What follows belongs to an exercise in optimizing a design on an open flow for small area, a short achievable clock period and few clock cycles per item; a production flow would make more cautious choices.
Only simulation tests tie the RTL to the original design; equivalence was not proved.

## flow/flow/run.sh

```bash
#!/bin/bash
# Layout flow: the standard ORFS flow, with smaller port buffers and a
# tighter setup target for timing repair. Each make run logs to its own file.
set -euo pipefail
bash standard.sh synth > make_synth.log 2>&1
bash standard.sh \
    BUFFER_PORTS_ARGS="-buffer_cell sky130_fd_sc_hd__buf_1" \
    SETUP_SLACK_MARGIN=4.6 \
    finish > make_finish.log 2>&1
```

## flow/standard.sh

```bash
#!/bin/bash
# synth_recipe.tcl (not shown) runs the flow's synth.tcl, then flattens the netlist and writes it again
# the make line also repeats each setting of config.mk as NAME=value (left out here)
make -C /OpenROAD-flow-scripts/flow DESIGN_CONFIG=/design/flow/config.mk WORK_HOME=/design/flow/orfs CLKGATE_MAP_FILE= SYNTH_SCRIPT=/design/flow/synth_recipe.tcl "${@:-finish}"
```

## flow/config.mk

```make
export PLATFORM = sky130hd
export DESIGN_NAME = sha256_engine
export DESIGN_NICKNAME = sha256_engine
export VERILOG_FILES = /design/flow/design.v
export SDC_FILE = /design/flow/constraint.sdc
export NUM_CORES = 4
export LEC_CHECK = 0
export CAP_MARGIN = 20
export CORE_MARGIN = 2
export CORE_UTILIZATION = 65
export CTS_CLUSTER_DIAMETER = 80
export CTS_CLUSTER_SIZE = 25
export SLEW_MARGIN = 20
```

## flow/constraint.sdc

```tcl
create_clock -name core_clock -period 10.0 [get_ports {clk}]
set_input_delay 2.0000 -clock core_clock [delete_from_list [all_inputs] [get_ports {clk}]]
set_output_delay 2.0000 -clock core_clock [all_outputs]
set_load 0.01 [all_outputs]
```

## flow/design.v

```verilog
module sha256_engine (
    input  wire         clk,
    input  wire         rst,
    input  wire         in_valid,
    output wire         in_ready,
    input  wire         in_first,
    input  wire [511:0] in_block,
    output reg          out_valid,
    output wire [255:0] out_digest
);
    localparam [31:0] IV0 = 32'h6a09e667, IV1 = 32'hbb67ae85,
                      IV2 = 32'h3c6ef372, IV3 = 32'ha54ff53a,
                      IV4 = 32'h510e527f, IV5 = 32'h9b05688c,
                      IV6 = 32'h1f83d9ab, IV7 = 32'h5be0cd19;
    reg         busy;        
    reg         pend;        
    reg         nf;          
    reg         cur_first;   
    reg  [5:0]  t;           
    reg         is62, is63;
    reg  [31:0] r [1:16];    
    reg  [31:0] a, b, c, d, e, f, g, h;
    reg  [31:0] hr [0:7];    
    reg  [31:0] pa, pe;      
    reg  [31:0] kw;          
    assign in_ready   = is62;
    assign out_digest = {hr[3], hr[2], hr[1], hr[0], hr[7], hr[6], hr[5], hr[4]};
    function [31:0] rotr;
        input [31:0] x;
        input integer n;
        rotr = (x >> n) | (x << (32 - n));
    endfunction
    function [31:0] ksadd;
        input [31:0] x, y;
        reg [31:0] gg, pp, g2, p2;
        integer l, j;
        begin
            gg = x & y;
            pp = x ^ y;
            for (l = 1; l < 32; l = l * 2) begin
                g2 = gg; p2 = pp;
                for (j = l; j < 32; j = j + 1) begin
                    g2[j] = gg[j] | (pp[j] & gg[j-l]);
                    p2[j] = pp[j] & pp[j-l];
                end
                gg = g2; pp = p2;
            end
            ksadd = (x ^ y) ^ {gg[30:0], 1'b0};
        end
    endfunction
    function [31:0] bkadd;
        input [31:0] x, y;
        reg [31:0] gg, pp;
        integer l, j;
        begin
            gg = x & y;
            pp = x ^ y;
            for (l = 1; l < 32; l = l * 2)
                for (j = 2*l - 1; j < 32; j = j + 2*l) begin
                    gg[j] = gg[j] | (pp[j] & gg[j-l]);
                    pp[j] = pp[j] & pp[j-l];
                end
            for (l = 8; l >= 1; l = l / 2)
                for (j = 3*l - 1; j < 32; j = j + 2*l) begin
                    gg[j] = gg[j] | (pp[j] & gg[j-l]);
                    pp[j] = pp[j] & pp[j-l];
                end
            bkadd = (x ^ y) ^ {gg[30:0], 1'b0};
        end
    endfunction
    wire [5:0] tk = t + 6'd2;
    reg [31:0] k_n;
    always @(*) begin
        case (tk)
            6'd0:  k_n = 32'h428a2f98; 6'd1:  k_n = 32'h71374491;
            6'd2:  k_n = 32'hb5c0fbcf; 6'd3:  k_n = 32'he9b5dba5;
            6'd4:  k_n = 32'h3956c25b; 6'd5:  k_n = 32'h59f111f1;
            6'd6:  k_n = 32'h923f82a4; 6'd7:  k_n = 32'hab1c5ed5;
            6'd8:  k_n = 32'hd807aa98; 6'd9:  k_n = 32'h12835b01;
            6'd10: k_n = 32'h243185be; 6'd11: k_n = 32'h550c7dc3;
            6'd12: k_n = 32'h72be5d74; 6'd13: k_n = 32'h80deb1fe;
            6'd14: k_n = 32'h9bdc06a7; 6'd15: k_n = 32'hc19bf174;
            6'd16: k_n = 32'he49b69c1; 6'd17: k_n = 32'hefbe4786;
            6'd18: k_n = 32'h0fc19dc6; 6'd19: k_n = 32'h240ca1cc;
            6'd20: k_n = 32'h2de92c6f; 6'd21: k_n = 32'h4a7484aa;
            6'd22: k_n = 32'h5cb0a9dc; 6'd23: k_n = 32'h76f988da;
            6'd24: k_n = 32'h983e5152; 6'd25: k_n = 32'ha831c66d;
            6'd26: k_n = 32'hb00327c8; 6'd27: k_n = 32'hbf597fc7;
            6'd28: k_n = 32'hc6e00bf3; 6'd29: k_n = 32'hd5a79147;
            6'd30: k_n = 32'h06ca6351; 6'd31: k_n = 32'h14292967;
            6'd32: k_n = 32'h27b70a85; 6'd33: k_n = 32'h2e1b2138;
            6'd34: k_n = 32'h4d2c6dfc; 6'd35: k_n = 32'h53380d13;
            6'd36: k_n = 32'h650a7354; 6'd37: k_n = 32'h766a0abb;
            6'd38: k_n = 32'h81c2c92e; 6'd39: k_n = 32'h92722c85;
            6'd40: k_n = 32'ha2bfe8a1; 6'd41: k_n = 32'ha81a664b;
            6'd42: k_n = 32'hc24b8b70; 6'd43: k_n = 32'hc76c51a3;
            6'd44: k_n = 32'hd192e819; 6'd45: k_n = 32'hd6990624;
            6'd46: k_n = 32'hf40e3585; 6'd47: k_n = 32'h106aa070;
            6'd48: k_n = 32'h19a4c116; 6'd49: k_n = 32'h1e376c08;
            6'd50: k_n = 32'h2748774c; 6'd51: k_n = 32'h34b0bcb5;
            6'd52: k_n = 32'h391c0cb3; 6'd53: k_n = 32'h4ed8aa4a;
            6'd54: k_n = 32'h5b9cca4f; 6'd55: k_n = 32'h682e6ff3;
            6'd56: k_n = 32'h748f82ee; 6'd57: k_n = 32'h78a5636f;
            6'd58: k_n = 32'h84c87814; 6'd59: k_n = 32'h8cc70208;
            6'd60: k_n = 32'h90befffa; 6'd61: k_n = 32'ha4506ceb;
            6'd62: k_n = 32'hbef9a3f7; default: k_n = 32'hc67178f2;
        endcase
    end
    wire [31:0] s0_w  = rotr(r[2], 7) ^ rotr(r[2], 18) ^ (r[2] >> 3);
    wire [31:0] s1_w  = rotr(r[15], 17) ^ rotr(r[15], 19) ^ (r[15] >> 10);
    wire [31:0] w1_s  = r[1] ^ s0_w ^ r[10];
    wire [31:0] w1_c  = ((r[1] & s0_w) | (r[1] & r[10]) | (s0_w & r[10])) << 1;
    wire [31:0] w2_s  = w1_s ^ w1_c ^ s1_w;
    wire [31:0] w2_c  = ((w1_s & w1_c) | (w1_s & s1_w) | (w1_c & s1_w)) << 1;
    wire [31:0] w_new = bkadd(w2_s, w2_c);
    reg  [31:0] iv_a, iv_e;
    always @(*) begin
        case (t[1:0])
            2'd1:    begin iv_a = IV3; iv_e = IV7; end
            2'd2:    begin iv_a = IV2; iv_e = IV6; end
            default: begin iv_a = IV1; iv_e = IV5; end
        endcase
    end
    wire        use_iv = cur_first & busy;
    wire [31:0] sum_a = bkadd(use_iv ? iv_a : hr[3], busy ? a : 32'd0);
    wire [31:0] sum_e = bkadd(use_iv ? iv_e : hr[7], busy ? e : 32'd0);
    wire [31:0] bs1 = rotr(e, 6) ^ rotr(e, 11) ^ rotr(e, 25);
    wire [31:0] ch  = (e & f) ^ (~e & g);
    wire [31:0] bs0 = rotr(a, 2) ^ rotr(a, 13) ^ rotr(a, 22);
    wire [31:0] maj = (a & b) | (a & c) | (b & c);
    wire [31:0] s1 = pa ^ ch ^ maj;
    wire [31:0] c1 = ((pa & ch) | (pa & maj) | (ch & maj)) << 1;
    wire [31:0] s2 = bs0 ^ bs1 ^ s1;
    wire [31:0] c2 = ((bs0 & bs1) | (bs0 & s1) | (bs1 & s1)) << 1;
    wire [31:0] s3 = c1 ^ s2 ^ c2;
    wire [31:0] c3 = ((c1 & s2) | (c1 & c2) | (s2 & c2)) << 1;
    wire [31:0] a_new = ksadd(s3, c3);
    wire [31:0] s4 = pe ^ ch ^ bs1;
    wire [31:0] c4 = ((pe & ch) | (pe & bs1) | (ch & bs1)) << 1;
    wire [31:0] e_new = ksadd(s4, c4);
    wire        ld   = is63 & (nf | ~busy);
    wire [31:0] a_n  = ld ? (nf ? IV0 : hr[4]) : a_new;
    wire [31:0] e_n  = ld ? (nf ? IV4 : hr[0]) : e_new;
    wire [31:0] b_n  = is63 ? (nf ? IV1 : sum_a) : a;
    wire [31:0] c_n  = is63 ? (nf ? IV2 : hr[2]) : b;
    wire [31:0] d_n  = is63 ? (nf ? IV3 : hr[1]) : c;
    wire [31:0] f_n  = is63 ? (nf ? IV5 : sum_e) : e;
    wire [31:0] g_n  = is63 ? (nf ? IV6 : hr[6]) : f;
    wire [31:0] h_n  = is63 ? (nf ? IV7 : hr[5]) : g;
    wire [31:0] xa    = is62 ? (cur_first ? IV0 : hr[5]) : 32'd0;
    wire [31:0] xe    = is62 ? (cur_first ? IV4 : hr[1]) : 32'd0;
    wire [31:0] qa_s  = h_n ^ kw ^ xa;
    wire [31:0] qa_c  = ((h_n & kw) | (h_n & xa) | (kw & xa)) << 1;
    wire [31:0] qe_s  = h_n ^ kw ^ d_n;
    wire [31:0] qe_c  = ((h_n & kw) | (h_n & d_n) | (kw & d_n)) << 1;
    wire [31:0] qf_s  = qe_s ^ qe_c ^ xe;
    wire [31:0] qf_c  = ((qe_s & qe_c) | (qe_s & xe) | (qe_c & xe)) << 1;
    wire [31:0] pa_n  = ksadd(qa_s, qa_c);
    wire [31:0] pe_n  = ksadd(qf_s, qf_c);
    wire wr_sum = busy & (t[5:2] == 4'hf) & (t[1:0] != 2'd0);   
    wire wr_ae  = busy & is63;
    wire [31:0] r1_n = in_ready ? in_block[511:480] : r[2];
    wire [31:0] kw_n = ksadd(k_n, r1_n);
    integer i;
    always @(posedge clk) begin
        if (rst) begin
            busy      <= 1'b0;
            pend      <= 1'b0;
            out_valid <= 1'b0;
            t         <= 6'd61;
            is62      <= 1'b0;
            is63      <= 1'b0;
        end else begin
            out_valid <= busy & is63;
            is62      <= (t == 6'd61);
            is63      <= is62;
            t[2:0]    <= t[2:0] + 3'd1;
            if (busy | pend)
                t[5:3] <= t[5:3] + {2'b00, &t[2:0]};
            else
                t[5:3] <= 3'd7;
            if (is62) begin
                pend <= in_valid;
                nf   <= in_first;
            end
            if (is63) begin
                busy      <= pend;
                pend      <= 1'b0;
                cur_first <= nf;
            end
        end
        for (i = 1; i < 16; i = i + 1)
            r[i] <= in_ready ? in_block[511-32*(i-1) -: 32] : r[i+1];
        r[16] <= in_ready ? in_block[31:0] : w_new;
        kw   <= kw_n;
        pa   <= pa_n;
        pe   <= pe_n;
        a <= a_n; b <= b_n; c <= c_n; d <= d_n;
        e <= e_n; f <= f_n; g <= g_n; h <= h_n;
        hr[0] <= hr[1];
        hr[1] <= hr[2];
        hr[2] <= wr_sum ? sum_a : hr[3];
        hr[3] <= wr_ae ? a_new : hr[4];
        hr[4] <= hr[5];
        hr[5] <= hr[6];
        hr[6] <= wr_sum ? sum_e : hr[7];
        hr[7] <= wr_ae ? e_new : hr[0];
    end
endmodule
```

==> run notes, run 1 <==
Synth:
- sky130_fd_sc_hd__dfxtp_1 takes more of the synthesized area than any other cell.
- The most used flip-flop cell after synthesis is sky130_fd_sc_hd__dfxtp_1.
- Of all flip-flops after synthesis, the portion carrying an async set or reset was 0%.
- The fraction of synthesized cell area taken by the top area cell type is 36.71%.
- Synthesis produced a netlist with a net count of 7082.
- The average cell area after synthesis is 9.730 um^2.
- After synthesis, flip-flops and latches occupy 36.81% of the total area.
- The number of synthesized register bits is 1069.
- Sorting the synthesized cells by area gives the leading types as sky130_fd_sc_hd__dfxtp_1, sky130_fd_sc_hd__fa_1, sky130_fd_sc_hd__mux2_2, sky130_fd_sc_hd__ha_1, sky130_fd_sc_hd__inv_1.
- The total number of yosys warnings is 3.
- The total standard cell area after synthesis is 58190 um^2.
- The count of different cell masters after synthesis is 101.
- In this run, synthesis inferred 2 flip-flops with an integrated enable.
- Synthesis handed over a netlist of 5980 instances.

Cells and area:
- The area growth from synthesis to final layout is 9.827%.
- The final layout contains between 7000 and 8000 nets.
- The share of layout cells above drive strength 1 is 11.29%.

Min path:
- The start point of the worst hold path is hr[2][20]$_DFF_P_.
- The class of the worst hold path is reg2reg.

Global routing:
- The final global-route overflow total is 0.
- The number of global-route vias before repair is 47970.
- For this run, the total global-route usage over all layers was measured as 48.27%.
- The first global-routing pass estimated 318000 um of wire.
- The initial antenna violation count is 40.
- Entering global routing, the biggest net connects 210 pins.

Detailed routing:
- The total number of vias is 48790.
- The number of vias per cell after detailed routing is 6.286.
- In this run, the number of DRC markers left after iteration 0 of detailed routing was 6141.
- The length of the first detailed-routing pass in iterations is 6.
- The aggregate routed wire length is 227600 um.
- After detailed routing, the number of remaining DRC violations is 0.
- After detailed routing, the average wire length per cell comes to just under 30 um.
- The remaining antenna violation count is 0.

CTS:
- The insertion delay to the later sink of the worst-skew pair is 0.76 ns.
- The number of hold-repair buffers added at the cts stage is 0.
- In this run, CTS created clock tree buffers numbering 53.
- The maximum count of clock buffers along a single path is 3.
- The count of clock tree sinks is 1069.
- The maximum level of the CTS H-tree is 2.
- The clock transition at the register clock pins on the worst setup and hold paths after CTS is 0.11 ns.
- Clock tree synthesis selected as its root buffer the cell sky130_fd_sc_hd__clkbuf_16.
- TritonCTS built the clock tree.

Worst setup path:
- The family of cells with the greatest summed delay on the critical path is compound AO/OA/AOI/OAI gates.
- Together, buffers and inverters on the worst path number 1.
- The largest fanout of any net on the critical path is 8.
- The worst setup path is captured at a flip-flop.
- On the worst path, the slowest cell contributes a delay of 0.78 ns.
- The category of the critical setup timing path is reg2reg.
- The signal on the critical path passes through xor2_1, xnor2_1, fa_1, fa_1, inv_1, ha_1, o21a_1, a21oi_1, a31oi_4, a221oi_4, o21ai_2, xor2_1, mux2_2.
- The data required time of the critical path is ~11 ns.
- The critical register-to-register path startpoint is e[31]$_DFF_P_.
- In this run the worst setup path begins at e[31]$_DFF_P_.
- The largest individual stage delay along the critical path comes from the cell sky130_fd_sc_hd__dfxtp_1.
- STA classifies the critical path startpoint as a flip-flop.
- The worst endpoint data arrival time is 5.94 ns.

Timing:
- Setup repair after global routing could not meet its margin everywhere.
- The worst setup margin is 4.711 ns.
- The worst clock skew on the final layout is just over 0.07 ns.
- The transition time at the pin with the least slew margin is roughly 1.3 ns.
- The headroom to the max-slew limit is 11.79%.
- The summed negative setup slack over all endpoints is 0 ns.
- The number of hold violations in the final report was 0.
- Based on the critical path, the design can be clocked at up to 189.1 MHz.
- The worst hold margin is 0.3760 ns.
- The worst path needs 5.289 ns of the cycle, external delays included.
- The final number of max-transition violations is 0.
- The total setup violations reported at the end of the flow is 0.
- The final cycle utilization of the critical path is 52.89%.

Die:
- The die footprint is ~92000 um^2.
- The standard-cell row count is 109.
- During I/O placement, the number of pins put on the boundary was 774.
- The area of the core is 88510 um^2.
- Measured along the y axis, the die boundary spans 303.2 um.
- In this run the horizontal extent of the chip is 303.2 um.
- Once the floorplan was initialized, standard cells occupied 65.74% of the core.

Placement:
- The HPWL after detailed placement is 176900 um.
- The congestion estimate from routability-driven global placement came to between 1 and 1.5.
- At the placement stage, the worst setup path has a slack of 4.107 ns.
- Buffers placed on the I/O ports in this run total 773.

Job:
- The max capacitance violation total is 0.

Run status:
- The run finished with no timing, DRC or antenna violations.
-- final timing paths --
check,endpoint,slack (ns),cells past startpoint
max,hr[3][27]$_DFF_P_,4.71,13
min,hr[1][20]$_DFF_P_,0.38,0
max reg2reg,hr[3][27]$_DFF_P_,4.71,13
min reg2reg,hr[1][20]$_DFF_P_,0.38,0
-- cell usage in the layout, fill, tap and decap left out, types with 35 or more instances in the layout --
cell type / netlist / layout
sky130_fd_sc_hd__dfxtp_1: 1067 / 1057
sky130_fd_sc_hd__buf_1: 21 / 773
sky130_fd_sc_hd__inv_1: 649 / 647
sky130_fd_sc_hd__nand2_1: 520 / 517
sky130_fd_sc_hd__mux2_2: 496 / 496
sky130_fd_sc_hd__o21ai_0: 376 / 373
sky130_fd_sc_hd__fa_1: 328 / 328
sky130_fd_sc_hd__a21oi_1: 263 / 261
sky130_fd_sc_hd__ha_1: 258 / 256
sky130_fd_sc_hd__xnor2_1: 249 / 248
sky130_fd_sc_hd__nor2_1: 218 / 211
sky130_fd_sc_hd__xor2_1: 178 / 176
sky130_fd_sc_hd__a21o_1: 138 / 138
sky130_fd_sc_hd__o22a_1: 93 / 93
sky130_fd_sc_hd__nand3_1: 63 / 61
sky130_fd_sc_hd__nor3_1: 55 / 54
sky130_fd_sc_hd__clkbuf_16: 0 / 53
sky130_fd_sc_hd__buf_4: 1 / 48
sky130_fd_sc_hd__nor2b_1: 49 / 47
sky130_fd_sc_hd__o21a_1: 47 / 47
sky130_fd_sc_hd__nand2b_1: 47 / 46
sky130_fd_sc_hd__and2_1: 47 / 46
sky130_fd_sc_hd__a211oi_1: 43 / 41
sky130_fd_sc_hd__mux2i_1: 42 / 41
sky130_fd_sc_hd__o22ai_1: 35 / 35
-- stage by stage --
stage,util (%),instance area [um^2],instances
2_1_floorplan,-,58190,5980
3_3_place_gp,69.90,61870,7650
3_5_place_dp,69.91,61880,7651
4_1_cts,71.91,63650,7732
5_1_grt,72.17,63880,7750
6_report,72.20,63910,7762
-- synthesized netlist by cell type (42+ instances only) --
cell	instances
sky130_fd_sc_hd__fa_1	328
sky130_fd_sc_hd__xor2_1	178
sky130_fd_sc_hd__inv_1	649
sky130_fd_sc_hd__dfxtp_1	1067
sky130_fd_sc_hd__o21a_1	47
sky130_fd_sc_hd__nor3_1	55
sky130_fd_sc_hd__mux2_2	496
sky130_fd_sc_hd__a21o_1	138
sky130_fd_sc_hd__and2_1	47
sky130_fd_sc_hd__xnor2_1	249
sky130_fd_sc_hd__clkbuf_1	287
sky130_fd_sc_hd__nand2b_1	47
sky130_fd_sc_hd__nand3_1	63
sky130_fd_sc_hd__nor2_1	218
sky130_fd_sc_hd__a211oi_1	43
sky130_fd_sc_hd__mux2i_1	42
sky130_fd_sc_hd__nor2b_1	49
sky130_fd_sc_hd__a21oi_1	263
sky130_fd_sc_hd__o21ai_0	376
sky130_fd_sc_hd__nand2_1	520
sky130_fd_sc_hd__o22a_1	93
sky130_fd_sc_hd__ha_1	258
-- routing by layer --
| metal | GRT usage [%] | up-vias | share of wire, % |
|---|---|---|---|
| met5 | 0.05176 | - | 0.094 |
| met4 | 42.55 | 24 | 11 |
| met1 | 54.77 | 23400 | 34 |
| li1 | - | 21180 | - |
| met3 | 13.05 | 1009 | 11 |
| met2 | 75.14 | 3182 | 44 |
-- cells by family after synthesis --
family          after synthesis  synth area share, %
mux                         540                10.40
compound gates             1284                14.62
simple gates               1104                8.575
xor+xnor                    428                6.455
flops                      1069                36.81
buf+inv                     967                6.270
fa+ha+maj                   588                16.87
-- state kept, by name (all words and copies together), names as in the netlist --
name,count
r,512
hr,256
a,32
b,32
c,32
e,32
f,32
g,32
kw,32
pa,32
pe,32
t,6
busy,1
cur_first,1
is62,1
is63,1
nf,1
out_valid,1
pend,1
-- worst register-to-register path: cells and delay by family, from the launching register on --
family | cells | cell delay (ns)
compound gates | 5 | 1.53
buf+inv | 1 | 0.04
flops | 1 | 0.78
fa+ha+maj | 3 | 1.44
xor+xnor | 3 | 1.13
mux | 1 | 0.29
-- cell type report --
class                   count  area, um^2
diodes                     23       57.56
repair buffers            836        3522
multi-input cells        3947       33400
fillers                  6390       24600
clock buffers              56        1348
inverters                 651        2449
flip-flops and latches   1069       21440
well taps                1165        1458
clock inverters            15       235.2
-- timing repair --
action                                  4_1_cts  5_1_grt
hold endpoints to repair                      0        0
gates resized for setup                      14       34
gates cloned                                  4        0
pin swaps                                     0        3
setup buffers                                 6        5
endpoints found under the setup margin       47       61
Testbench counts, summed over its fixed seeds: cycles 50,384, blocks 787.
==> run 2: changes to the inputs <==
--- a/flow/flow/run.sh
+++ b/flow/flow/run.sh
@@ -7,3 +7,3 @@
     BUFFER_PORTS_ARGS="-buffer_cell sky130_fd_sc_hd__buf_1" \
-    SETUP_SLACK_MARGIN=4.6 \
+    SETUP_SLACK_MARGIN=5 \
     finish > make_finish.log 2>&1
==> run notes, run 2 <==
Run status:
- The run finished with no timing, DRC or antenna violations.

Worst setup path:
- The worst reg-to-reg setup slack is 4.96 ns (+0.25 ns).
- The sum of buffers and inverters on the critical path is 3 (+2).
- In this run the critical register-to-register path is captured at kw[30]$_DFF_P_.
- The family of cells with the greatest summed delay on the critical path is simple AND/OR/NAND/NOR gates.
- In this run the critical register-to-register path is launched from t[1]$_SDFF_PP0_.
- The length in cells of the worst reg-to-reg path is 18 (+5).
- The worst endpoint data arrival time was 5.63 ns (-0.31 ns).
- The critical path goes through buf_12, clkinvlp_4, buf_4, ha_4, nor2_1, nor2_1, o211ai_1, nand3_1, o21ai_0, ha_1, and4_1, and4_1, o311a_1, a21boi_4, nand3_1, and4b_1, or3_1, o311ai_1.
- The worst setup path is of the reg2reg kind.
- STA classifies the critical path startpoint as a flip-flop.
- The type of destination of the critical path is a flip-flop.
- The highest cell delay on the worst timing path was 0.98 ns (+0.20 ns).
- The launching instance or port of the critical path is t[1]$_SDFF_PP0_.
- The data required time of the critical path is 10.59 ns (-0.06 ns).
- The largest fanout of any net on the critical path is 24 (+16).
- For this design, the slowest cell found on the critical path is sky130_fd_sc_hd__nor2_1.

Synth:
- Among all flip-flop cells after synthesis, the most frequent one is sky130_fd_sc_hd__dfxtp_1.
- The commonest cells after synthesis are sky130_fd_sc_hd__dfxtp_1, sky130_fd_sc_hd__inv_1, sky130_fd_sc_hd__nand2_1.
- The cell count after synthesis came to 5980 (unchanged).
- Yosys attributes the largest share of cell area to sky130_fd_sc_hd__dfxtp_1, sky130_fd_sc_hd__fa_1, sky130_fd_sc_hd__mux2_2, sky130_fd_sc_hd__ha_1, sky130_fd_sc_hd__inv_1.
- The count of flip-flops with a built-in enable after synthesis is 2 (unchanged).
- The synthesized net count is 7082 (unchanged).
- The sequential area share after synthesis is 36.81% (unchanged).
- The fraction of synthesized cell area taken by the top area cell type is 36.71% (unchanged).
- The total number of yosys warnings is 3 (unchanged).
- The count of different cell masters after synthesis was 101 (unchanged).
- The average cell area after synthesis is 9.730 um^2 (unchanged).
- The most common cell in the synthesized netlist is sky130_fd_sc_hd__dfxtp_1.
- The total standard cell area after synthesis was 58190 um^2 (unchanged).
- The share of flip-flops with an asynchronous set or reset is 0% (unchanged).
- The synthesized design spends more area on one cell type than any other, namely sky130_fd_sc_hd__dfxtp_1.
- The number of synthesized register bits is 1069 (unchanged).

Global routing:
- The initial antenna violation count was 48 (+20%).
- The first-pass GRT wire length was 318800 um (+0.27%).
- The maximum number of pins on one net before global-route repair is 210 (unchanged).
- The global-route total usage across every layer is 48.43% (+0.16 points).
- The number of global-route vias before repair is 48140 (+0.34%).
- The final global-route overflow total came to 0 (unchanged).

Placement:
- The count of port buffers added during placement is 773 (unchanged).
- The worst-case setup slack after placement is 4.107 ns (unchanged).
- The instance area after placement is 61880 um^2 (unchanged).
- The half-perimeter wire length after detailed placement is 176900 um (unchanged).
- The global placement routability congestion is 1.108 (unchanged).

Timing:
- The transition time at the pin with the least slew margin came to 1.271 ns (-0.05249 ns).
- The headroom to the max-slew limit is 14.98% (+3.2 points).
- The number of hold violations in the final report came to 0 (unchanged).
- The worst setup margin came to 4.963 ns (+0.2523 ns).
- The worst hold margin came to 0.3761 ns (+0.00002000 ns).
- The final cycle utilization of the critical path is 50.37% (-2.5 points).
- Setup repair after global routing could not meet its margin everywhere.
- The final number of max-transition violations is 0 (unchanged).
- The summed negative setup slack over all endpoints is 0 ns (unchanged).
- The worst clock skew on the final layout came to 0.07461 ns (+0.003305 ns).
- The final critical-path required period was 5.037 ns (-0.2523 ns).
- The highest achievable clock rate came to 198.6 MHz (+5.0%).
- The total setup violations reported at the end of the flow is 0 (unchanged).

Die:
- The initial core utilization came to 65.74% (unchanged).
- The y dimension of the die is 303.2 um (unchanged).
- The top-level I/O count was 774 (unchanged).
- The standard-cell row count is 109 (unchanged).
- The area of the core came to 88510 um^2 (unchanged).
- The die width is 303.2 um (unchanged).
- The die footprint is 91930 um^2 (unchanged).

Min path:
- The startpoint identified for the worst hold timing path is hr[2][20]$_DFF_P_.
- For hold timing, the worst endpoint is hr[1][20]$_DFF_P_.
- The cell count of the worst hold path was 0 (unchanged).
- The class of the worst hold path is reg2reg.

Cells and area:
- In the final layout, the registers with the most flip-flops are r: 512 flops, hr: 256 flops.
- r holds more flip-flops than any other register.
- The share of layout cells above drive strength 1 was 12.77% (+1.5 points).
- The leading cell type in the layout, fill and taps excluded is sky130_fd_sc_hd__dfxtp_1.
- The area growth from synthesis to final layout is 11.32%.
- The number of nets at the end of the flow is 7695 (+0.46%).
- The number of flip-flops under the largest register name came to 512 (unchanged).
- The design area is 64780 um^2 (+1.4%).
- The top cell types in the final layout, fill and taps aside, are sky130_fd_sc_hd__dfxtp_1, sky130_fd_sc_hd__buf_1, sky130_fd_sc_hd__inv_1, sky130_fd_sc_hd__nand2_1, sky130_fd_sc_hd__mux2_2.

Detailed routing:
- The length of the first detailed-routing pass in iterations was 6 (unchanged).
- The number of vias per cell after detailed routing came to 6.307 (+0.34%).
- The aggregate routed wire length came to 230100 um (+1.1%).
- The wire length per cell after detailed routing is 29.48 um (+0.53%).
- The total number of vias is 49240 (+0.92%).
- The number of design-rule violations left by the first detailed-router iteration is 6046 (-1.5%).
- The remaining antenna violation count is 0 (unchanged).
- The DRC violations left is 0 (unchanged).

CTS:
- The CTS buffer count is 53 (unchanged).
- TritonCTS built the clock tree.
- The number of hold-repair buffers added at the cts stage is 0 (unchanged).
- The clock transition at the register clock pins on the worst setup and hold paths after CTS is 0.11 ns (about the same).
- The maximum count of clock buffers along a single path is 3 (unchanged).
- The maximum level of the CTS H-tree is 2 (unchanged).
- The count of clock tree sinks was 1069 (unchanged).
- The insertion delay to the later sink of the worst-skew pair is 0.76 ns (about the same).
- CTS placed an instance of sky130_fd_sc_hd__clkbuf_16 at the clock tree root.

Job:
- The max capacitance violation total was 0 (unchanged).
==> run 2: changes by cell type in the layout (fill, tap and decap cells not counted), sizes merged <==
| cell | delta |
|---|---|
| clkinv | -1 |
| clkinvlp | +1 |
| diode | +10 |
| buf | +29 |
| bufbuf | +1 |
| xnor2 | +1 |
| clkbuf | +4 |
==> run 2: routing by layer <==
layer  up-vias  part of all wire (%)  track usage [%]
met1     23510                    34            54.77
met2      3384                    44            75.49
met5         -                 0.075                0
met3      1059                    11            13.20
li1      21270                     -                -
met4        28                    11            42.76
==> run 2: cells by family after synthesis <==
| kind of cell | count (synthesis) | share of synthesized area (%) |
|---|---|---|
| muxes | 540 | 10.40 |
| and+or+nand+nor | 1104 | 8.575 |
| adders and majority gates | 588 | 16.87 |
| AOI/OAI and AO/OA | 1284 | 14.62 |
| xor gates and xnor gates | 428 | 6.455 |
| DFF | 1069 | 36.81 |
| buffers and inverters | 967 | 6.270 |
==> run 2: how the worst max path moves through the flow <==
stage                     slack (ns)  cells after the start              to
after global routing            4.74                     18  kw[31]$_DFF_P_
after detailed placement        4.11                     18  kw[25]$_DFF_P_
final                           4.96                     18  kw[30]$_DFF_P_
after CTS                       5.00                     20   b[30]$_DFF_P_
after floorplan                 5.04                     19  pe[31]$_DFF_P_
after global placement          4.09                     18  kw[25]$_DFF_P_
==> run 2: layout make-up <==
class	instances	area (um^2)
antenna	33	82.58
clock buffer	56	1348
clock inverter	15	235.2
fill	6272	23740
inverter	651	2454
multi-input combinational	3948	33690
sequential	1069	21490
tap	1165	1458
timing repair buffer	870	4020
==> run 2: stage by stage <==
stage / util, % / cells
finish: 73.18 / 7807
CTS: 72.22 / 7738
global placement: 69.90 / 7650
detailed placement: 69.91 / 7651
floorplan: - / 5980
global route: 73.12 / 7786
==> run 2: worst register-to-register path, stage by stage (launching register included) <==
cell,delay [ns]
sky130_fd_sc_hd__dfxtp_1,0.36
sky130_fd_sc_hd__buf_12,0.19
sky130_fd_sc_hd__clkinvlp_4,0.12
sky130_fd_sc_hd__buf_4,0.15
sky130_fd_sc_hd__ha_4,0.31
sky130_fd_sc_hd__nor2_1,0.98
sky130_fd_sc_hd__nor2_1,0.19
sky130_fd_sc_hd__o211ai_1,0.25
sky130_fd_sc_hd__nand3_1,0.10
sky130_fd_sc_hd__o21ai_0,0.11
sky130_fd_sc_hd__ha_1,0.26
sky130_fd_sc_hd__and4_1,0.27
sky130_fd_sc_hd__and4_1,0.31
sky130_fd_sc_hd__o311a_1,0.20
sky130_fd_sc_hd__a21boi_4,0.26
sky130_fd_sc_hd__nand3_1,0.14
sky130_fd_sc_hd__and4b_1,0.25
sky130_fd_sc_hd__or3_1,0.39
sky130_fd_sc_hd__o311ai_1,0.09
==> run 2: what timing repair did <==
action	in CTS	in global routing
buffers inserted	11	31
gates resized for setup	67	109
setup endpoints to repair	156	95
pin swaps	3	21
gates cloned	5	4

separate check: timing with driven ports:
The flow's constraints put no driver on any port. The routed layouts listed below were extracted and timed again, unchanged, in two steps.
Step 1: set_driving_cell puts a clkbuf_16 on clk and a buf_2 on each other input, an assumption about the parent block.
Step 2, shift: input delay + t, output delay - t, t = (earliest + latest rising clock arrival at the registers) / 2. This alone moves slack from input paths to output paths.
Slacks: ideal / step 1 / step 2; pairs: ideal / step 1.
run | shift t [ns] | setup slack, ns | worst setup path at the end | slew at the worst register clock pin (ns)
run 1 | 0.800 | 4.711 / 4.711 / 4.711 | register to register | 0.11 / 0.11
run 2 | 0.799 | 4.963 / 4.963 / 4.963 | register to register | 0.11 / 0.11
After both steps setup and hold are still met in every run listed.
